What follows belongs to an exercise in optimizing a design on an open flow for small area, a short achievable clock period and few clock cycles per item; a production flow would make more cautious choices. The RTL was checked by simulation tests, not by an equivalence proof against the original design.

### design.v
module aes_sbox (
    input  wire [7:0] a,
    output wire [7:0] s
);
    function [3:0] gf4_mul;
        input [3:0] p;
        input [3:0] r;
        reg   [6:0] m;
        begin
            m = ({7{r[0]}} & {3'b0, p})      ^ ({7{r[1]}} & {2'b0, p, 1'b0}) ^
                ({7{r[2]}} & {1'b0, p, 2'b0}) ^ ({7{r[3]}} & {p, 3'b0});
            gf4_mul = m[3:0] ^ {m[6:4], 1'b0} ^ {1'b0, m[6:4]};
        end
    endfunction
    function [3:0] gf4_inv;
        input [3:0] p;
        begin
            case (p)
                4'h0: gf4_inv = 4'h0;
                4'h1: gf4_inv = 4'h1;
                4'h2: gf4_inv = 4'h9;
                4'h3: gf4_inv = 4'he;
                4'h4: gf4_inv = 4'hd;
                4'h5: gf4_inv = 4'hb;
                4'h6: gf4_inv = 4'h7;
                4'h7: gf4_inv = 4'h6;
                4'h8: gf4_inv = 4'hf;
                4'h9: gf4_inv = 4'h2;
                4'ha: gf4_inv = 4'hc;
                4'hb: gf4_inv = 4'h5;
                4'hc: gf4_inv = 4'ha;
                4'hd: gf4_inv = 4'h4;
                4'he: gf4_inv = 4'h3;
                4'hf: gf4_inv = 4'h8;
                default: gf4_inv = 4'h0;
            endcase
        end
    endfunction
    wire [7:0] t;
    assign t[0] = a[0] ^ a[5] ^ a[7];
    assign t[1] = a[2];
    assign t[2] = a[2] ^ a[3] ^ a[4] ^ a[5] ^ a[6] ^ a[7];
    assign t[3] = a[3] ^ a[4];
    assign t[4] = a[4] ^ a[5] ^ a[6];
    assign t[5] = a[1] ^ a[4] ^ a[6] ^ a[7];
    assign t[6] = a[2] ^ a[3] ^ a[5] ^ a[7];
    assign t[7] = a[5] ^ a[7];
    wire [3:0] h = t[7:4];
    wire [3:0] l = t[3:0];
    wire [3:0] d = gf4_mul(gf4_mul(h, h), 4'h8) ^ gf4_mul(h, l) ^ gf4_mul(l, l);
    wire [3:0] di = gf4_inv(d);
    wire [7:0] q = {gf4_mul(h, di), gf4_mul(h ^ l, di)};
    assign s[0] = ~(q[0] ^ q[2] ^ q[6]);
    assign s[1] = ~(q[0] ^ q[1] ^ q[2] ^ q[3] ^ q[4] ^ q[5]);
    assign s[2] = q[0] ^ q[3] ^ q[5] ^ q[6];
    assign s[3] = q[0] ^ q[2] ^ q[5];
    assign s[4] = q[0] ^ q[1] ^ q[3] ^ q[4] ^ q[5];
    assign s[5] = ~(q[1] ^ q[2] ^ q[3] ^ q[5] ^ q[6] ^ q[7]);
    assign s[6] = ~(q[4] ^ q[6] ^ q[7]);
    assign s[7] = q[1] ^ q[2];
endmodule
module cip_aes_core (
    input  wire         clk,
    input  wire         rst,       
    input  wire         start,     
    input  wire         key_256,   
    input  wire [255:0] key,
    input  wire [127:0] din,
    output wire         ready,
    output reg          done,      
    output wire [127:0] dout
);
    reg         busy;
    reg         mode256;
    reg  [3:0]  round;    
    reg  [7:0]  rcon;
    reg [127:0] state;
    reg [127:0] kp;       
    reg [127:0] kc;       
    assign ready = !busy;
    assign dout  = state;
    wire [3:0] last_round = mode256 ? 4'd14 : 4'd10;
    wire       is_last    = (round == last_round);
    wire        rot_step = mode256 ? round[0] : 1'b1;    
    wire [127:0] kbase   = mode256 ? kp : kc;
    wire [31:0]  klast   = kc[31:0];
    wire [31:0]  krot    = rot_step ? {klast[23:0], klast[31:24]} : klast;
    wire [31:0]  ksub;
    aes_sbox u_ks0 (.a(krot[31:24]), .s(ksub[31:24]));
    aes_sbox u_ks1 (.a(krot[23:16]), .s(ksub[23:16]));
    aes_sbox u_ks2 (.a(krot[15:8]),  .s(ksub[15:8]));
    aes_sbox u_ks3 (.a(krot[7:0]),   .s(ksub[7:0]));
    wire [31:0] kf = ksub ^ (rot_step ? {rcon, 24'h0} : 32'h0);
    wire [31:0] w0 = kbase[127:96] ^ kf;
    wire [31:0] w1 = kbase[95:64]  ^ w0;
    wire [31:0] w2 = kbase[63:32]  ^ w1;
    wire [31:0] w3 = kbase[31:0]   ^ w2;
    wire [127:0] knext = {w0, w1, w2, w3};
    wire [127:0] round_key = mode256 ? kc : knext;
    wire [127:0] sb;
    genvar gi;
    generate
        for (gi = 0; gi < 16; gi = gi + 1) begin : g_sbox
            aes_sbox u_sb (.a(state[127-8*gi -: 8]), .s(sb[127-8*gi -: 8]));
        end
    endgenerate
    wire [127:0] sr;
    generate
        for (gi = 0; gi < 16; gi = gi + 1) begin : g_sr
            localparam integer R = gi % 4;
            localparam integer C = gi / 4;
            localparam integer SRC = R + 4 * ((C + R) % 4);
            assign sr[127-8*gi -: 8] = sb[127-8*SRC -: 8];
        end
    endgenerate
    function [7:0] xtime;
        input [7:0] b;
        xtime = {b[6:0], 1'b0} ^ (b[7] ? 8'h1b : 8'h00);
    endfunction
    function [31:0] mix_column;
        input [31:0] c;
        reg [7:0] a0, a1, a2, a3;
        begin
            a0 = c[31:24]; a1 = c[23:16]; a2 = c[15:8]; a3 = c[7:0];
            mix_column[31:24] = xtime(a0) ^ (xtime(a1) ^ a1) ^ a2 ^ a3;
            mix_column[23:16] = a0 ^ xtime(a1) ^ (xtime(a2) ^ a2) ^ a3;
            mix_column[15:8]  = a0 ^ a1 ^ xtime(a2) ^ (xtime(a3) ^ a3);
            mix_column[7:0]   = (xtime(a0) ^ a0) ^ a1 ^ a2 ^ xtime(a3);
        end
    endfunction
    wire [127:0] mc = {mix_column(sr[127:96]), mix_column(sr[95:64]),
                       mix_column(sr[63:32]),  mix_column(sr[31:0])};
    wire [127:0] round_out = (is_last ? sr : mc) ^ round_key;
    always @(posedge clk) begin
        if (rst) begin
            busy <= 1'b0;
            done <= 1'b0;
        end else begin
            done <= 1'b0;
            if (busy) begin
                if (is_last) begin
                    busy <= 1'b0;
                    done <= 1'b1;
                end
            end else if (start) begin
                busy <= 1'b1;
            end
        end
    end
    always @(posedge clk) begin
        if (busy) begin
            state <= round_out;
            kp    <= kc;
            kc    <= knext;
            round <= round + 4'd1;
            if (rot_step)
                rcon <= xtime(rcon);
        end else if (start) begin
            state   <= din ^ key[255:128];
            mode256 <= key_256;
            kp      <= key[255:128];
            kc      <= key_256 ? key[127:0] : key[255:128];
            round   <= 4'd1;
            rcon    <= 8'h01;
        end
    end
endmodule
### run.sh
#!/bin/bash
# synth_recipe.tcl (not shown) runs the flow's synth.tcl, then flattens the netlist and writes it again
# the make line also repeats each setting of config.mk as NAME=value (left out here)
make -C /OpenROAD-flow-scripts/flow DESIGN_CONFIG=/design/flow/config.mk WORK_HOME=/design/flow/orfs CLKGATE_MAP_FILE= SYNTH_SCRIPT=/design/flow/synth_recipe.tcl finish
### config.mk
export PLATFORM = sky130hd
export DESIGN_NAME = cip_aes_core
export DESIGN_NICKNAME = cip_aes_core
export VERILOG_FILES = /design/flow/design.v
export SDC_FILE = /design/flow/constraint.sdc
export NUM_CORES = 4
export LEC_CHECK = 0
export CAP_MARGIN = 20
export CORE_MARGIN = 2
export CORE_UTILIZATION = 25
export PLACE_DENSITY = 0.32
export SLEW_MARGIN = 20
### constraint.sdc
create_clock -name core_clock -period 8.0 [get_ports {clk}]
set_input_delay 1.6000 -clock core_clock [delete_from_list [all_inputs] [get_ports {clk}]]
set_output_delay 1.6000 -clock core_clock [all_outputs]
set_load 0.01 [all_outputs]
==> results by group <==
Run status
  – Outcome: complete, no violations

Critical path
  – Worst setup path end: state[29]
  – Startpoint types: register
  – Reg2reg path depth: 28
  – Crit Path Category: register to register
  – Reg-to-reg startpoint: kc[26]
  – Reg2reg setup slack: 330 ps
  – Crit. End Element: register
  – Most common cell on crit path: xnor2_1
  – Max stage delay on crit path: 580 ps
  – Slowest cell on the critical path: edfxtp_1
  – WP data required: 8430 ps
  – Max FO, Critical Path: 6
  – Reg-to-reg critical path endpoint: state[29]
  – CP Data Arrival Time: 8100 ps
  – Crit. Startpoint: kc[26]

Cells and area
  – Total Nets Final: 8844
  – Commonest cells after routing, fill and taps aside: 1371 x xnor2_1, 778 x nand2_1, 671 x xor2_1
  – Commonest non-fill, non-tap cell in the layout: xnor2_1
  – Reg area: 0.0120 mm^2
  – Share of cells above drive strength 1: 0.145
  – Area of the multi-input gates: 0.0520 mm^2
  – Fillcell total: 27900
  – Design area: 0.0817 mm^2
  – Final core utilization: 0.311
  – Area delta synth->final: 23.3%

Logic synthesis
  – Syn Nets: 7985
  – Asr flop ratio synth: 0
  – Post-synth EDFFs: 397
  – Largest family of logic cells by synthesized area: XOR/XNOR gates
  – Post-synth top flop: edfxtp_1
  – Synth Area in Simple Gates: 0.131
  – Unique masters post-synth: 122
  – Syn Inst Count: 7384
  – Multiplexer share of the synthesized area: 0.0934
  – Synth Register Bits: 399
  – Top cells by area, synth: xnor2_1 18%, edfxtp_1 18%, xor2_1 9.0%
  – Adder-cell area share of the yosys netlist: 0.0448
  – Synth Area in Compound Gates: 0.117
  – XOR/XNOR Fraction of Synth Area: 0.394
  – Area leader, netlist: xnor2_1
  – Syn. warnings: 2
  – Syn Std Cell Area: 0.0662 mm^2
  – Seq/Total Area, Yosys: 0.181
  – Synthesized area per cell: 8.97 um^2
  – Yosys top cell area share: 0.184

STA
  – Hold Vio Cnt, Final: 0
  – Worst-Margin Slew: 1150 ps
  – Endpoints failing setup: 0
  – Relative slew slack: 0.235
  – Max Slew Vio Count: 0
  – Period utilization: 0.959
  – Post-Route Skew: 33.5 ps
  – Min cycle time layout: 7670 ps
  – WHS: 603 ps
  – Worst setup margin: 330 ps
  – Fmax: 130 MHz

Routing
  – Final ANT Viol Nets: 0
  – Vias per Instance: 4.79
  – Routed WL: 320000 um
  – 1st-pass router iterations: 5
  – Post-route DRC: 0
  – Initial drt markers: 3969
  – Avg WL per Cell: 27.1 um
  – Vias: 56500

Global route
  – First-pass GRT wire length: 443000 um
  – GRT overflow: 0
  – Gr usage total: 0.230
  – Initial antenna violation count: 25
  – Number of global-route vias before repair: 56100
  – Largest net degree at the start of global routing: 156

Die
  – Rows: 188
  – IO Count: 518
  – Die width: 519 um
  – Die extent in y: 519 um
  – Core Area: 0.263 mm^2
  – Initial Utilization: 0.252
  – Die area: 0.269 mm^2

Clock tree
  – CTS sink count: 399
  – Clock root cell: clkbuf_16
  – H-tree Lvls: 2
  – Max clock buf depth: 3
  – Cts bufs inserted: 61
  – CTS tree: built
  – Clock latency (worst-skew pair): 740 ps
  – CTS clk-pin slew, worst paths: 60 ps

Placed design
  – Detail Placement HPWL: 265000 um
  – Placed cell areas: 0.0791 mm^2
  – Placer Congestion: 0.926
  – Number of port buffers: 517
  – Setup WS pre-CTS: -24.7 ps

Worst hold path
  – Type of the most critical hold path: register to register

Run
  – Max Cap Viol: 0
[metal layers]
layer | GRT usage | vias up | share of wire
li1 | - | 27200 | -
met1 | 0.317 | 27900 | 0.47
met2 | 0.380 | 1265 | 0.46
met3 | 0.0231 | 199 | 0.038
met4 | 0.0622 | 4 | 0.032
met5 | 0 | - | 0.000075
[logic make-up (layout without fill, tap and decap cells)]
logic type	Yosys count	in the layout
multiplexers	577	577
other	0	5
AO/OA/AOI/OAI	1238	1238
flip-flops	399	399
XOR/XNOR	2438	2438
buffers and inverters	597	1504
adder cells (fa/ha/maj)	243	243
AND/OR/NAND/NOR	1892	1892
[worst max-delay path: cells and delay by family (launching register included)]
kind / cells / cell delay (ps)
compound gates: 3 / 420
fa+ha+maj: 2 / 500
mux: 1 / 250
simple gates: 3 / 580
flops: 1 / 580
xor+xnor: 14 / 4300
buf+inv: 5 / 700
[Yosys cell counts (all sizes together), types with 64 or more instances]
master	instances
ha	213
a21oi	305
xor2	707
a211oi	64
edfxtp	397
buf	188
nand3	111
xnor3	242
and2	72
o21ai	434
nor3	107
o211ai	78
nor2	462
mux2	175
clkbuf	212
xnor2	1438
inv	191
nand2	783
mux2i	395
[flip-flops by register name, summed over array words and instances, names as in the netlist]
name,cells
done,1
mode256,1
busy,1
kc,128
kp,128
round,4
state,128
rcon,8
[layout make-up]
class / count / share of cell area
Antenna cell: 5 / 0.000153
Clock buffer: 70 / 0.0194
Clock inverter: 41 / 0.00536
Inverter: 197 / 0.00932
Timing Repair Buffer: 1196 / 0.129
Multi-Input combinational cell: 6388 / 0.637
Tap cell: 3515 / 0.0539
Sequential cell: 399 / 0.147
[per-stage QoR]
step	TNS, ps	std cells
2_1_floorplan	0	7384
3_3_place_gp	-1080	11700
3_5_place_dp	-26.8	11700
4_1_cts	0	11800
5_1_grt	-5.28	11800
6_report	0	11800
[worst min-delay path by stage]
stage / slack [ps] / cells after the start / from / end
after detailed placement: 590 / 1 / rcon[4] / rcon[5]
final: 600 / 1 / rcon[4] / rcon[5]
after floorplan: 570 / 1 / kc[109] / kp[109]
after CTS: 610 / 1 / rcon[4] / rcon[5]
after global routing: 640 / 1 / kc[99] / kp[99]
after global placement: 590 / 1 / rcon[4] / rcon[5]
[timing repair]
| item | CTS | global route |
|---|---|---|
| resized for setup | 3 | 45 |
| hold buffers | 0 | 0 |
| cloned | 0 | 0 |
| buffers inserted | 0 | 24 |
| endpoints found under the setup margin | 2 | 48 |
| pin swaps | 0 | 9 |
Testbench counts, summed over its fixed seeds: cycles 41,668, blocks 3,200.

[port drivers added, routing unchanged]
In the flow no input, the clock included, has a driving cell. The finished layout below was timed again as built, in two steps. Step 1 sets driving cells, clkbuf_16 on the clock port and buf_2 on the other inputs (assumed; they add their load-dependent delay and slew). Step 2, shift: input delay + t, output delay - t, t = (earliest + latest rising clock arrival at the registers) / 2. This alone moves slack from input paths to output paths. Three values: ideal, step 1, step 2; two values: the first two.
shift t [ns]: 0.814
setup slack, ns: 0.330 / 0.330 / 0.330
slew at the worst register clock pin (ns): 0.07 / 0.07
After both steps this run still meets setup and hold. The setup slack of this run moves by 0.000 ns with the drivers and by 0.000 ns with both steps.
